Source: an optimization exercise on an open RTL-to-GDS flow (aim: small area, a short achievable clock period and few clock cycles). Production flows keep margins and buffers that such runs may drop. The RTL was checked by simulation tests, not by an equivalence proof against the original design. Power is estimated from default activity; no workload was simulated.

tundra:
==> flow/design.v <==
module roller_dec (
    input  wire        clk,
    input  wire        rst,          
    input  wire        start,        
    input  wire [1:0]  bucket,       
    output wire        idle,
    output reg         done,         
    output reg  [1:0]  status,       
    input  wire        in_valid,
    input  wire [7:0]  in_data,
    output wire        in_ready,
    output wire        wr_en,
    output wire [11:0] wr_addr,
    output wire [7:0]  wr_data,
    output wire        rd_en,
    output wire [11:0] rd_addr,
    input  wire [7:0]  rd_data       
);
    localparam [1:0] ST_OK       = 2'd0,
                     ST_BAD_CODE = 2'd1,
                     ST_BAD_DIST = 2'd2,
                     ST_OVERRUN  = 2'd3;
    reg s_idle;     
    reg s_h0;       
    reg s_h1;       
    reg s_h2;       
    reg s_h3;       
    reg s_tok;      
    reg s_a1;       
    reg s_a2;       
    reg s_a3;       
    reg s_mchk;     
    reg s_run;      
    reg s_lit;      
    reg        k_fill;      
    reg        k_long;      
    reg        bdist;       
    reg        d1;          
    reg [1:0]  code;        
    reg [11:0] rem;         
    reg [12:0] p;           
    reg [12:0] cnt;         
    reg [11:0] rp;          
    assign idle     = s_idle;
    assign wr_en    = s_run || (s_lit && in_valid);
    assign wr_addr  = p[11:0];
    assign wr_data  = s_run ? (k_fill ? rp[7:0] : rd_data) : in_data;
    assign rd_en    = !(s_run && d1);
    assign rd_addr  = rp;
    assign in_ready = !(s_idle || s_mchk || s_run);
    wire [11:0] rem_dec = rem - 12'd1;
    wire [12:0] cnt_dec = cnt - 13'd1;
    wire        cnt_end = (cnt == 13'd0);
    wire        rem_end = (rem == 12'd0);
    wire        ovr     = p[12] || cnt[12] || (cnt[11:0] > ~p[11:0]);
    wire [7:0]  t       = in_data;
    wire        t_lit   = !t[7];
    wire        t_short = t[7:6] == 2'b10;
    wire        t_long  = t[7:4] == 4'hC;
    wire        t_fill  = t[7:4] == 4'hD;
    wire [6:0]  n       = t[6:0];
    wire        lit_bad = ({5'd0, n} >= rem_dec);
    wire        lit_ovr = ({5'd0, n} > ~p[11:0]);
    wire        arg_bad = t_short ? (rem < 12'd2) : t_long ? (rem < 12'd4) : (rem < 12'd3);
    wire [11:0] tl      = {in_data[3:0], rem[7:0]};
    wire        tl_bad  = (in_data[7:4] != 4'd0) || (tl == 12'd0) ||
                          (tl[11:10] > code) ||
                          (tl[11:10] == code && tl[9:2] == 8'hFF && tl[1:0] != 2'd0);
    wire [11:0] dval    = {rp[11:8], in_data};
    wire [13:0] rsum    = {1'b0, p} + {2'b11, ~dval};
    wire [8:0]  lo6     = {1'b0, in_data} + 9'd6;
    wire [4:0]  hi_sum  = {1'b0, in_data[3:0]} + {4'd0, cnt[8]};
    reg        fin;
    reg [1:0]  fst;
    reg        n_idle, n_h0, n_h1, n_h2, n_h3, n_tok, n_a1, n_a2, n_a3, n_mchk, n_run, n_lit;
    always @(*) begin
        fin = 1'b0;
        fst = ST_OK;
        n_idle = 1'b0; n_h0 = 1'b0; n_h1 = 1'b0; n_h2 = 1'b0; n_h3 = 1'b0; n_tok = 1'b0;
        n_a1 = 1'b0; n_a2 = 1'b0; n_a3 = 1'b0; n_mchk = 1'b0; n_run = 1'b0; n_lit = 1'b0;
        if (s_idle) begin
            if (!start)              n_idle = 1'b1;
            else if (bucket == 2'd3) n_lit  = 1'b1;
            else                     n_h0   = 1'b1;
        end
        if (s_h0) begin
            if (!in_valid)              n_h0 = 1'b1;
            else if (in_data != 8'h01)  begin fin = 1'b1; fst = ST_BAD_CODE; end
            else                        n_h1 = 1'b1;
        end
        if (s_h1) begin
            if (!in_valid)                      n_h1 = 1'b1;
            else if (in_data != {6'd0, code})   begin fin = 1'b1; fst = ST_BAD_CODE; end
            else                                n_h2 = 1'b1;
        end
        if (s_h2) begin
            if (!in_valid) n_h2 = 1'b1;
            else           n_h3 = 1'b1;
        end
        if (s_h3) begin
            if (!in_valid)   n_h3 = 1'b1;
            else if (tl_bad) begin fin = 1'b1; fst = ST_BAD_CODE; end
            else             n_tok = 1'b1;
        end
        if (s_tok) begin
            if (rem_end)                  begin fin = 1'b1; fst = p[12] ? ST_OK : ST_BAD_CODE; end
            else if (p[12])               begin fin = 1'b1; fst = ST_OVERRUN; end
            else if (!in_valid)           n_tok = 1'b1;
            else if (t_lit) begin
                if (lit_bad)              begin fin = 1'b1; fst = ST_BAD_CODE; end
                else if (lit_ovr)         begin fin = 1'b1; fst = ST_OVERRUN; end
                else                      n_lit = 1'b1;
            end
            else if (!(t_short || t_long || t_fill) || arg_bad)
                                          begin fin = 1'b1; fst = ST_BAD_CODE; end
            else                          n_a1 = 1'b1;
        end
        if (s_a1) begin
            if (!in_valid)                n_a1 = 1'b1;
            else if (k_fill || k_long)    n_a2 = 1'b1;
            else                          n_mchk = 1'b1;
        end
        if (s_a2) begin
            if (!in_valid)                n_a2 = 1'b1;
            else if (!k_fill)             n_a3 = 1'b1;
            else if (ovr)                 begin fin = 1'b1; fst = ST_OVERRUN; end
            else                          n_run = 1'b1;
        end
        if (s_a3) begin
            if (!in_valid)                n_a3 = 1'b1;
            else                          n_mchk = 1'b1;
        end
        if (s_mchk) begin
            if (bdist)                    begin fin = 1'b1; fst = ST_BAD_DIST; end
            else if (ovr)                 begin fin = 1'b1; fst = ST_OVERRUN; end
            else                          n_run = 1'b1;
        end
        if (s_run) begin
            if (cnt_end)                  n_tok = 1'b1;
            else                          n_run = 1'b1;
        end
        if (s_lit) begin
            if (in_valid && cnt_end)      n_tok = 1'b1;
            else                          n_lit = 1'b1;
        end
        if (fin) n_idle = 1'b1;
    end
    always @(posedge clk) begin
        if (rst) begin
            s_idle <= 1'b1;
            s_h0 <= 1'b0; s_h1 <= 1'b0; s_h2 <= 1'b0; s_h3 <= 1'b0; s_tok <= 1'b0;
            s_a1 <= 1'b0; s_a2 <= 1'b0; s_a3 <= 1'b0; s_mchk <= 1'b0; s_run <= 1'b0; s_lit <= 1'b0;
            done   <= 1'b0;
        end else begin
            s_idle <= n_idle; s_h0 <= n_h0; s_h1 <= n_h1; s_h2 <= n_h2; s_h3 <= n_h3; s_tok <= n_tok;
            s_a1 <= n_a1; s_a2 <= n_a2; s_a3 <= n_a3; s_mchk <= n_mchk; s_run <= n_run; s_lit <= n_lit;
            done   <= fin;
        end
    end
    always @(posedge clk) begin
        if (fin) status <= fst;
        if (s_idle && start) begin
            code <= bucket;
            p    <= 13'd0;
            cnt  <= 13'd4095;
            rem  <= 12'd0;
        end
        if (wr_en) p <= p + 13'd1;
        if (in_valid) begin
            if (s_h2) rem[7:0] <= in_data;
            if (s_h3) rem <= tl;
            if (s_tok || s_a1 || s_a2 || s_a3 || s_lit) rem <= rem_dec;
        end
        if (s_tok && in_valid) begin
            k_fill   <= t[6] & t[4];
            k_long   <= t[6] & ~t[4];
            rp[11:8] <= t[3:0];
            cnt[7:0] <= t[7] ? {5'd0, {1'b0, t[5:4]} + 3'd2} : {1'b0, n};
            cnt[12:8] <= (t[7:6] == 2'b11) ? {1'b0, t[3:0]} : 5'd0;
        end
        if (s_a1 && in_valid) begin
            if (k_fill) begin
                cnt[7:0] <= in_data;
            end else begin
                rp    <= rsum[11:0];
                bdist <= rsum[13];
                d1    <= (dval == 12'd0);
            end
        end
        if (s_a2 && in_valid) begin
            if (k_fill) rp[7:0] <= in_data;
            else        cnt[8:0] <= lo6;
        end
        if (s_a3 && in_valid)
            cnt[12:8] <= (in_data[7:4] != 4'd0) ? 5'h1F : hi_sum;
        if (s_mchk || (s_run && !k_fill)) rp <= rp + 12'd1;
        if (s_run || (s_lit && in_valid)) cnt <= cnt_dec;
    end
endmodule
==> flow/config.mk <==
export PLATFORM = sky130hd
export DESIGN_NAME = roller_dec
export DESIGN_NICKNAME = roller_dec
export VERILOG_FILES = /design/flow/design.v
export SDC_FILE = /design/flow/constraint.sdc
export NUM_CORES = 4
export LEC_CHECK = 0
export ABC_AREA = 1
export CAP_MARGIN = 20
export CORE_MARGIN = 2
export CORE_UTILIZATION = 65
export CTS_BUF_LIST = sky130_fd_sc_hd__clkbuf_8
export CTS_CLUSTER_DIAMETER = 100
export CTS_CLUSTER_SIZE = 30
export SETUP_SLACK_MARGIN = 2.8
export SLEW_MARGIN = 20
==> flow/constraint.sdc <==
create_clock -name core_clock -period 5.5 [get_ports {clk}]
set_input_delay 1.1000 -clock core_clock [delete_from_list [all_inputs] [get_ports {clk}]]
set_output_delay 1.1000 -clock core_clock [all_outputs]
set_load 0.01 [all_outputs]
standard.sh (not shown) runs the stock make flow with config.mk's settings and CLKGATE_MAP_FILE= SYNTH_SCRIPT=/design/flow/synth_recipe.tcl, a recipe that flattens the netlist after the stock synthesis.
==> flow/flow/run.sh <==
#!/bin/bash
# Standard layout, with the smallest buffer on the ports.
export BUFFER_PORTS_ARGS="-buffer_cell sky130_fd_sc_hd__buf_1"
bash standard.sh > standard.log 2>&1
tundra finished every step from synthesis to the final layout, and the layout passed the timing, DRC and antenna checks.
Testbench counts of tundra, summed over its fixed seeds: cycles 801,453.
For indigo, these inputs were changed with respect to tundra:
# tundra
export LEC_CHECK = 0
export ABC_AREA = 1
export CAP_MARGIN = 20
export CORE_MARGIN = 2
export CORE_UTILIZATION = 65
export CTS_BUF_LIST = sky130_fd_sc_hd__clkbuf_8
export CTS_CLUSTER_DIAMETER = 100
export CTS_CLUSTER_SIZE = 30
export SETUP_SLACK_MARGIN = 2.8
export SLEW_MARGIN = 20
create_clock -name core_clock -period 5.5 [get_ports {clk}]
# indigo
export LEC_CHECK = 0
export ABC_AREA = 1
export CAP_MARGIN = 20
export CORE_MARGIN = 2
export CORE_UTILIZATION = 40
export CTS_BUF_LIST = sky130_fd_sc_hd__clkbuf_8
export CTS_CLUSTER_DIAMETER = 100
export CTS_CLUSTER_SIZE = 30
export SETUP_SLACK_MARGIN = 2.75
export SLEW_MARGIN = 20
create_clock -name core_clock -period 5.5 [get_ports {clk}]
==> flow/flow/run.sh <==
#!/bin/bash
# Standard layout, with the smallest buffer on the ports and a clock tree
# built without dummy loads.
export BUFFER_PORTS_ARGS="-buffer_cell sky130_fd_sc_hd__buf_1"
export CTS_ARGS="-sink_clustering_enable -repair_clock_nets -sink_clustering_size 30 -sink_clustering_max_diameter 100 -buf_list sky130_fd_sc_hd__clkbuf_8 -dont_use_dummy_load"
bash standard.sh > standard.log 2>&1
Static power due to leakage on indigo is ahead of tundra.
indigo reports a higher portion of total power attributed to sequential cells than tundra does.
Going from tundra to indigo, the wire length of the first global-routing pass was found to have gone up by 4.9%.
Measured against each other, tundra and indigo differ in sequential share of cell area, the higher figure coming from indigo.
Looking at capturing instance or port of the critical path, the wr_data[5] result is from indigo; the status[0]$_DFFE_PP_ one comes from tundra.
Of the two values seen for critical path launch point, rd_data[5] was produced by indigo and in_data[3] by tundra.
tundra -> indigo: final layout net count flat
Status: routed wire length parity (indigo, tundra)
Via count normalized by instance count is lower on indigo
## Diff of input files: willow against indigo
# indigo
export LEC_CHECK = 0
export ABC_AREA = 1
export CAP_MARGIN = 20
export CORE_MARGIN = 2
export CORE_UTILIZATION = 40
export CTS_BUF_LIST = sky130_fd_sc_hd__clkbuf_8
export CTS_CLUSTER_DIAMETER = 100
export CTS_CLUSTER_SIZE = 30
export SETUP_SLACK_MARGIN = 2.75
export SLEW_MARGIN = 20
create_clock -name core_clock -period 5.5 [get_ports {clk}]
# willow
export LEC_CHECK = 0
export ABC_AREA = 1
export CAP_MARGIN = 20
export CORE_MARGIN = 2
export CORE_UTILIZATION = 40
export CTS_BUF_LIST = sky130_fd_sc_hd__clkbuf_8
export CTS_CLUSTER_DIAMETER = 100
export CTS_CLUSTER_SIZE = 30
export SETUP_SLACK_MARGIN = 2.8
export SLEW_MARGIN = 20
create_clock -name core_clock -period 5.5 [get_ports {clk}]
==> flow/flow/run.sh <==
#!/bin/bash
# Standard layout with three changes: an ABC mapping script of our own
# (flow/abc_area.script; registers are untouched, abc only remaps the
# combinational logic), the smallest buffer on the ports, and a clock tree
# built without dummy loads.
set -e
rm -rf scripts_mod
cp -r "$FLOW_HOME/scripts" scripts_mod
cp flow/abc_area.script scripts_mod/abc_area.script
export SCRIPTS_DIR="$PWD/scripts_mod"
export BUFFER_PORTS_ARGS="-buffer_cell sky130_fd_sc_hd__buf_1"
export CTS_ARGS="-sink_clustering_enable -repair_clock_nets -sink_clustering_size 30 -sink_clustering_max_diameter 100 -buf_list sky130_fd_sc_hd__clkbuf_8 -dont_use_dummy_load"
bash standard.sh > standard.log 2>&1
==> flow/flow/abc_area.script (new file) <==
strash
dch
map -D 2000
topo
stime -c
--- outcome ---
Cmp willow vs indigo: wire length of the first global-routing pass higher in willow
For internal portion of total power, dividing the value from willow by the value from indigo gives 1.14.
Sequential share of cell area ended up 2.1 points lower on willow than on indigo.
Going from indigo to willow, the synthesized cell count was found to have gone down by about 12%.
Re part of the total power dissipated in combinational logic: indigo and willow aren't equal, and the higher value belongs to willow.
On clock network fraction of total power, the lower figure sits with willow, not indigo.
Looking at worst setup slack before clock tree synthesis, willow sits 0.22 ns lower than indigo does.
Of the two values seen for first element of the critical path, rd_data[5] was produced by indigo and in_data[3] by willow.
Re via count: willow is 92 up on indigo.
Cell count: willow lower than indigo
The inputs of cedar differ from those of willow as listed below.
==> flow/flow/run.sh <==
#!/bin/bash
# Standard layout with three changes: the smallest buffer on the ports, a
# clock tree built without dummy loads, and ORFS's power recovery (downsizing
# cells off the critical paths) run with the same setup margin as the repair.
set -e
rm -rf scripts_mod
cp -r "$FLOW_HOME/scripts" scripts_mod
python3 - <<'PY'
f = 'scripts_mod/util.tcl'
s = open(f).read()
a = '  append_env_var additional_args RECOVER_POWER -recover_power 1\n'
assert a in s
s = s.replace(a, a + '  append_env_var additional_args SETUP_SLACK_MARGIN -setup_margin 1\n')
open(f, 'w').write(s)
PY
export SCRIPTS_DIR="$PWD/scripts_mod"
export RECOVER_POWER=100
export BUFFER_PORTS_ARGS="-buffer_cell sky130_fd_sc_hd__buf_1"
export CTS_ARGS="-sink_clustering_enable -repair_clock_nets -sink_clustering_size 30 -sink_clustering_max_diameter 100 -buf_list sky130_fd_sc_hd__clkbuf_8 -dont_use_dummy_load"
bash standard.sh > standard.log 2>&1
removed: flow/flow/abc_area.script
Results
cedar: complete, dirty (max-capacitance violations, max-slew violations). met3 demand-to-capacity share in global routing of willow is on par with cedar. As far as clock-buffer cell count goes, cedar and willow are indistinguishable; the numbers are identical. Relative to willow, cell area after synthesis has gone up in cedar. cedar: post-CTS setup buffer count lower than willow. The run with more routed wire is willow, not cedar. The part of the power in the clock network in cedar sits 3.9 points above the value recorded for willow. cedar vs willow: number of cells produced by synthesis up in cedar. On clock-pin slew on the worst setup and hold paths, cedar and willow are basically level. Global-route usage: cedar and willow compared, higher one is willow. Run comparison: willow launch point of the critical path in_data[3]; cedar launch point of the critical path in_data[6]. Changes observed in cedar relative to willow: cell count moved up, fraction of the mapped netlist area in compound gates shows a reduction of 3.7 points.

-- what the ideal ports hide --
No port has a modelled driver above. Below, the same layouts with a new extraction and two added sets of constraints.
Step 1 (the two cells are an assumption about what drives the block):
set clk [get_ports {clk}]
set_driving_cell -lib_cell sky130_fd_sc_hd__clkbuf_16 $clk
set_driving_cell -lib_cell sky130_fd_sc_hd__buf_2 [delete_from_list [all_inputs] $clk]
Step 2 adds t to the input delays and takes it off the output delays; t is the mean of the earliest and latest rising clock arrival at the registers after step 1. Input paths then give back, and output paths get back, about the clock's delay inside the block.
a / b / c = ideal / step 1 / step 2; a / b = the first two.
run | t (ns) | setup WS [ns] | clock arrival spread, ns | pins driven straight from the clock port
tundra | 0.390 | 2.749 / 2.703 / 2.373 | 0.023 / 0.023 | 1
indigo | 0.404 | 2.746 / 2.685 / 2.443 | 0.026 / 0.026 | 1
willow | 0.414 | 2.473 / 2.447 / 2.080 | 0.025 / 0.025 | 1
cedar | 0.397 | 1.716 / 1.668 / 1.427 | 0.030 / 0.030 | 1
The setup slack of willow, which loses most, moves by -0.026 ns with the drivers and by -0.393 ns with both steps.
